This design comes from an exercise in tuning for small area, a short achievable clock period and few clock cycles per item on the open sky130 flow, not from production work.
Only simulation tests tie the RTL to the original design; equivalence was not proved.
Power and IR drop assume default switching activity.

## idior_fec_rx
module idior_fec_rx (
  input  wire        clk,
  input  wire        rst,           
  input  wire        in_valid,
  output wire        in_ready,
  input  wire [63:0] in_data,       
  output wire        out_valid,
  input  wire        out_ready,
  output reg  [63:0] out_data,      
  output wire        out_last,
  output reg  [1:0]  out_fix_even,  
  output reg         out_bad_even,  
  output reg  [1:0]  out_fix_odd,
  output reg         out_bad_odd,
  output reg         out_crc_ok
);
Size in the first run: roughly 8300 cells after synthesis, ~140 I/O pins, ~0.10 mm2 of cells after synthesis.
==> flow/config.mk <==
export PLATFORM = sky130hd
export DESIGN_NAME = idior_fec_rx
export DESIGN_NICKNAME = idior_fec_rx
export VERILOG_FILES = /design/flow/design.v
export SDC_FILE = /design/flow/constraint.sdc
export NUM_CORES = 4
export LEC_CHECK = 0
export CAP_MARGIN = 20
export CORE_MARGIN = 2
export CORE_UTILIZATION = 50
export SLEW_MARGIN = 20
==> flow/constraint.sdc <==
create_clock -name core_clock -period 12.0 [get_ports {clk}]
set_input_delay 2.4000 -clock core_clock [delete_from_list [all_inputs] [get_ports {clk}]]
set_output_delay 2.4000 -clock core_clock [all_outputs]
set_load 0.01 [all_outputs]
standard.sh (not shown) runs the stock make flow with config.mk's settings and CLKGATE_MAP_FILE= SYNTH_SCRIPT=/design/flow/synth_recipe.tcl, a recipe that flattens the netlist after the stock synthesis.
==> flow/flow/run.sh <==
#!/bin/bash
# The standard layout (the standard.sh, unchanged synthesis), with the
# timing repair steps asked to leave a setup margin: the design is still laid
# out and signed off at the design's clock period, but the repair keeps
# improving the critical paths beyond what that period alone requires.
set -euo pipefail
export SETUP_SLACK_MARGIN=7.8
bash standard.sh finish > standard_flow.log 2>&1
Testbench counts at the start, summed over its fixed seeds: cycles 6,720, items 384.
Change:
--- a/flow/flow/run.sh
+++ b/flow/flow/run.sh
@@ -5,4 +5,4 @@
 # improving the critical paths beyond what that period alone requires.
 set -euo pipefail
-export SETUP_SLACK_MARGIN=7.8
+export SETUP_SLACK_MARGIN=8.3
 bash standard.sh finish > standard_flow.log 2>&1
=> The changed run finished with timing, DRC and antenna clean. Core utilization came out higher by 0.96 points. Clock power shrinks by about 1%. Worst setup slack gains 0.31 ns. Total power rose by 1.2%. Global-route usage rises by 0.37 points. Wire length climbs by 1.8%. Non-clock buffer count grows by 83. Sequential power stays flat. Die area is unchanged.
Change:
==> flow/run.sh (new file) <==
#!/bin/bash
# synth_recipe.tcl (not shown) runs the flow's synth.tcl, then flattens the netlist and writes it again
# the make line also repeats each setting of config.mk as NAME=value (left out here)
make -C /OpenROAD-flow-scripts/flow DESIGN_CONFIG=/design/flow/config.mk WORK_HOME=/design/flow/orfs CLKGATE_MAP_FILE= SYNTH_SCRIPT=/design/flow/synth_recipe.tcl finish
removed: flow/flow/run.sh
removed: flow/standard.sh
Result: Fmax came out lower by 33%; via count came out lower by 2.0%; setup slack gets worse by 1.9 ns; routed wire length came out lower by 3.0%; clock-buffer cell count came out lower by 17; total power came out lower by 1.4%; die area is unchanged.


idior_fec_rx, a different RTL version from the one above (not shown whole).
For scale: roughly 2000 flip-flops, about 100000 um^2 of cells after synthesis.
clock: 12.0 ns
lec_check: 0
cap_margin: 20
core_margin: 2
core_utilization: 65
cts_cluster_diameter: 70
cts_cluster_size: 34
slew_margin: 20
==> flow/flow/run.sh <==
#!/bin/bash
# The standard layout (the standard.sh, unchanged synthesis), with the
# timing repair steps asked to leave a setup margin: the design is still laid
# out and signed off at the design's clock period, but the repair keeps
# improving the critical paths beyond what that period alone requires.
set -euo pipefail
export SETUP_SLACK_MARGIN=8.5
bash standard.sh finish > standard_flow.log 2>&1
Testbench counts at the start, summed over its fixed seeds: cycles 6,720, items 384.
Next try:
--- a/flow/flow/run.sh
+++ b/flow/flow/run.sh
@@ -6,3 +6,3 @@
 set -euo pipefail
-export SETUP_SLACK_MARGIN=8.5
+export SETUP_SLACK_MARGIN=8.4
 bash standard.sh finish > standard_flow.log 2>&1
- CORE_UTILIZATION: 65 -> 50
- CTS_CLUSTER_DIAMETER: 70 -> default
- CTS_CLUSTER_SIZE: 34 -> default
Effect:
- register-to-register slack improved by 20 ps
- wire length grows by 6.2%
- worst hold slack got worse by 4.7 ps
Next try:
--- a/flow/flow/run.sh
+++ b/flow/flow/run.sh
@@ -6,3 +6,3 @@
 set -euo pipefail
-export SETUP_SLACK_MARGIN=8.4
+export SETUP_SLACK_MARGIN=8.7
 bash standard.sh finish > standard_flow.log 2>&1
- CORE_UTILIZATION: 50 -> 65
- CTS_CLUSTER_DIAMETER: default -> 66
- CTS_CLUSTER_SIZE: default -> 32
Result: Critical path depth is unchanged. Final cell count drops by 5.8%. Die area falls by 23%. Power drops by 3.4%. Clock skew goes up by 9.7 ps. Setup slack gets better by 60 ps. Core utilization increases by 18 points. Wire length came out lower by 1.3%. Via count rises by 4.4%. Register-to-register slack is better by 30 ps.


## red
idior_fec_rx, a different RTL version from the one above (not shown whole).
For scale: roughly 2000 flip-flops.
Settings: LEC_CHECK=0, CAP_MARGIN=20, CORE_MARGIN=2, CORE_UTILIZATION=65, CTS_CLUSTER_DIAMETER=70, CTS_CLUSTER_SIZE=34, SLEW_MARGIN=20; clock period 12.0 ns.
==> flow/flow/run.sh <==
#!/bin/bash
# The standard layout (the standard.sh, unchanged synthesis), with the
# timing repair steps asked to leave a setup margin: the design is still laid
# out and signed off at the design's clock period, but the repair keeps
# improving the critical paths beyond what that period alone requires.
set -euo pipefail
export SETUP_SLACK_MARGIN=8.5
bash standard.sh finish > standard_flow.log 2>&1
red finished every step from synthesis to the final layout, and the layout passed the timing, DRC and antenna checks.
Testbench counts of red, summed over its fixed seeds: cycles 6,720, items 384.
Here is what was changed in the inputs of blue compared with red.
# red
export LEC_CHECK = 0
export CAP_MARGIN = 20
export CORE_MARGIN = 2
export CORE_UTILIZATION = 65
export CTS_CLUSTER_DIAMETER = 70
export CTS_CLUSTER_SIZE = 34
export SLEW_MARGIN = 20
create_clock -name core_clock -period 12.0 [get_ports {clk}]
# blue
export LEC_CHECK = 0
export CAP_MARGIN = 20
export CORE_MARGIN = 2
export CORE_UTILIZATION = 65
export CTS_CLUSTER_DIAMETER = 60
export CTS_CLUSTER_SIZE = 30
export SLEW_MARGIN = 20
create_clock -name core_clock -period 12.0 [get_ports {clk}]
-- flow/flow/run.sh --
<<< red, line 5
# improving the critical paths beyond what that period alone requires.
set -euo pipefail
export SETUP_SLACK_MARGIN=8.5
bash standard.sh finish > standard_flow.log 2>&1
>>> blue, line 5
# improving the critical paths beyond what that period alone requires.
set -euo pipefail
export SETUP_SLACK_MARGIN=8.3
bash standard.sh finish > standard_flow.log 2>&1
## What came out
No stage failed in blue, and the final checks on the layout all came back clean.
red has a higher met2 demand-to-capacity share in global routing than blue.
The run showing the greater setup slack is blue.
Between red and blue, the combinational power figures differ only marginally.
The beginning of the critical path comes out out_data[34]$_SDFFE_PP0P_ in one run and out_data[39]$_SDFFE_PP0P_ in the other, namely in red and blue respectively.
## Diff of input files: green against blue
# blue
export LEC_CHECK = 0
export CAP_MARGIN = 20
export CORE_MARGIN = 2
export CORE_UTILIZATION = 65
export CTS_CLUSTER_DIAMETER = 60
export CTS_CLUSTER_SIZE = 30
export SLEW_MARGIN = 20
create_clock -name core_clock -period 12.0 [get_ports {clk}]
# green
export LEC_CHECK = 0
export CAP_MARGIN = 20
export CORE_MARGIN = 2
export CORE_UTILIZATION = 75
export CTS_CLUSTER_DIAMETER = 60
export CTS_CLUSTER_SIZE = 30
export SLEW_MARGIN = 20
create_clock -name core_clock -period 12.0 [get_ports {clk}]
-- flow/flow/run.sh --
<<< blue, line 5
# improving the critical paths beyond what that period alone requires.
set -euo pipefail
export SETUP_SLACK_MARGIN=8.3
bash standard.sh finish > standard_flow.log 2>&1
>>> green, line 5
# improving the critical paths beyond what that period alone requires.
set -euo pipefail
export SETUP_SLACK_MARGIN=8.5
bash standard.sh finish > standard_flow.log 2>&1
Notes after the runs:
Stage in which a tool error killed green: global routing (5_1_grt).
There was hardly any difference in total nets after synthesis between green and blue.
Going from blue to green, netlist area before placement essentially unchanged; number of buffers inserted during clock tree synthesis -5; adder and majority cell fraction of the synthesized area now sits at about the same level.
green has routability congestion estimate from global placement above what blue had.
Higher count of standard-cell rows among green and blue: blue
Going from blue to green, final HPWL from detailed placement grows by 8500 um.
Diff blue -> green | number of instances resized during post-cts repair | increase of 35%
Going from blue to green, post-CTS setup-driven buffer insertion count grows by 51.
Y dimension of the die (green over blue): decrease, 6.8%


== run 1 ==
RTL: one of the versions met above, not the one the previous note started from.
For scale: ~8500 cells after synthesis, roughly 2000 flip-flops, roughly 0.10 mm2 of cells after synthesis.
==> flow/config.mk <==
export PLATFORM = sky130hd
export DESIGN_NAME = idior_fec_rx
export DESIGN_NICKNAME = idior_fec_rx
export VERILOG_FILES = /design/flow/design.v
export SDC_FILE = /design/flow/constraint.sdc
export NUM_CORES = 4
export LEC_CHECK = 0
export CAP_MARGIN = 5
export CORE_MARGIN = 2
export CORE_UTILIZATION = 65
export CTS_CLUSTER_DIAMETER = 60
export CTS_CLUSTER_SIZE = 30
export SLEW_MARGIN = 5
==> flow/constraint.sdc <==
create_clock -name core_clock -period 12.0 [get_ports {clk}]
set_input_delay 2.4000 -clock core_clock [delete_from_list [all_inputs] [get_ports {clk}]]
set_output_delay 2.4000 -clock core_clock [all_outputs]
set_load 0.01 [all_outputs]
==> flow/flow/run.sh <==
#!/bin/bash
# The standard layout (the standard.sh, unchanged synthesis), with the
# timing repair steps asked to leave a setup margin: the design is still laid
# out and signed off at the design's clock period, but the repair keeps
# improving the critical paths beyond what that period alone requires.
set -euo pipefail
export SETUP_SLACK_MARGIN=8.5
bash standard.sh finish > standard_flow.log 2>&1
Testbench counts of run 1, summed over its fixed seeds: cycles 6,720, items 384.
### run 1 -> run 2
-- flow/config.mk --
<<< run 1, line 8
export CAP_MARGIN = 5
>>> run 2, line 8
export CAP_MARGIN = 20
<<< run 1, line 13
export SLEW_MARGIN = 5
>>> run 2, line 13
export SLEW_MARGIN = 20
Notes after the runs:
On overall routing resource usage, run 1 tracks run 2 almost exactly.
On routed wire length, run 2 tracks run 1 almost exactly.
Fraction of the cycle the final worst path needs, run 2 and run 1, higher one = run 1.
Between run 2 and run 1, the difference in data required time at the worst endpoint is negligible.
Taking run 1 as the reference, in run 2 static leakage was more or less identical, post-route cell area was more or less identical, clock network power share was more or less identical.
Looking at the reports, run 2 completed the entire flow and the layout it produced met the timing, DRC and antenna checks.
Edits applied to the flow inputs when going from run 2 to run 3:
-- flow/flow/run.sh --
<<< run 2, line 7
export SETUP_SLACK_MARGIN=8.5
>>> run 3, line 7
export SETUP_SLACK_MARGIN=8.3
-- flow/config.mk --
<<< run 2, line 11
export CTS_CLUSTER_DIAMETER = 60
export CTS_CLUSTER_SIZE = 30
>>> run 3, line 11
export CTS_CLUSTER_DIAMETER = 70
export CTS_CLUSTER_SIZE = 34
## What came out
Timing, DRC, antenna: 0 failures across run 2 and run 3. Run 3 vs run 2 — worst path setup slack after routing dropped 0.017 ns. Compared with run 2, in run 3 relative contribution of the clock network to total power decreased 1.0 points; fraction of standard cell area in multi-input logic essentially unchanged. Routed wire in run 3 totals less than in run 2. Data required time at the worst endpoint: run 3 higher than run 2. Run 3 vs run 2: area growth from synthesis to layout down. Changes observed in run 3 relative to run 2: total power now smaller; global-route usage now smaller; critical path depth now larger; flip-flop and latch share of the layout cell area now larger.

==> re-timing with driven ports <==
In the flow no input, the clock included, has a driving cell. The finished layouts below were timed again as built, in two steps.
Step 1, drivers: a clkbuf_16 drives clk and a buf_2 each remaining input, both assumed.
Step 2 times the ports against the registers' clock, not the clock port: input delays grow and output delays shrink by t, the midpoint of the rising clock arrivals with the driver on.
Slacks: ideal / step 1 / step 2; pairs: ideal / step 1.
| run | t (ns) | setup WS [ns] | worst register clock-pin slew, ns | worst slew at a driven data input, ns | cell pins on the clock port's net |
|---|---|---|---|---|---|
| the first run of note 1 | 0.918 | 7.753 / 7.776 / 6.899 | 0.07 / 0.07 | 0.24 | 1 |
| the second run of note 1 | 0.917 | 8.059 / 7.970 / 7.323 | 0.07 / 0.07 | 0.21 | 1 |
| the third run of note 1 | 0.942 | 6.119 / 6.186 / 5.244 | 0.07 / 0.07 | 0.20 | 1 |
| the first run of note 2 | 0.864 | 8.260 / 8.168 / 7.635 | 0.12 / 0.12 | 0.18 | 1 |
| the second run of note 2 | 0.947 | 8.178 / 8.087 / 7.453 | 0.08 / 0.08 | 0.17 | 1 |
| the third run of note 2 | 0.848 | 8.238 / 8.146 / 7.672 | 0.12 / 0.12 | 0.17 | 1 |
| red | 0.867 | 8.208 / 8.119 / 7.689 | 0.12 / 0.12 | 0.16 | 1 |
| blue | 0.863 | 8.230 / 8.142 / 7.468 | 0.11 / 0.11 | 0.14 | 1 |
| run 1 | 0.881 | 8.179 / 8.094 / 7.564 | 0.11 / 0.11 | 0.16 | 1 |
| run 2 | 0.870 | 8.211 / 8.130 / 7.606 | 0.11 / 0.11 | 0.17 | 1 |
| run 3 | 0.849 | 8.194 / 8.164 / 7.464 | 0.12 / 0.12 | 0.15 | 1 |
After both steps every run listed still meets setup and hold. For the third run of note 1, which loses most, drivers alone change the setup slack by +0.067 ns; drivers and shift together by -0.875 ns.
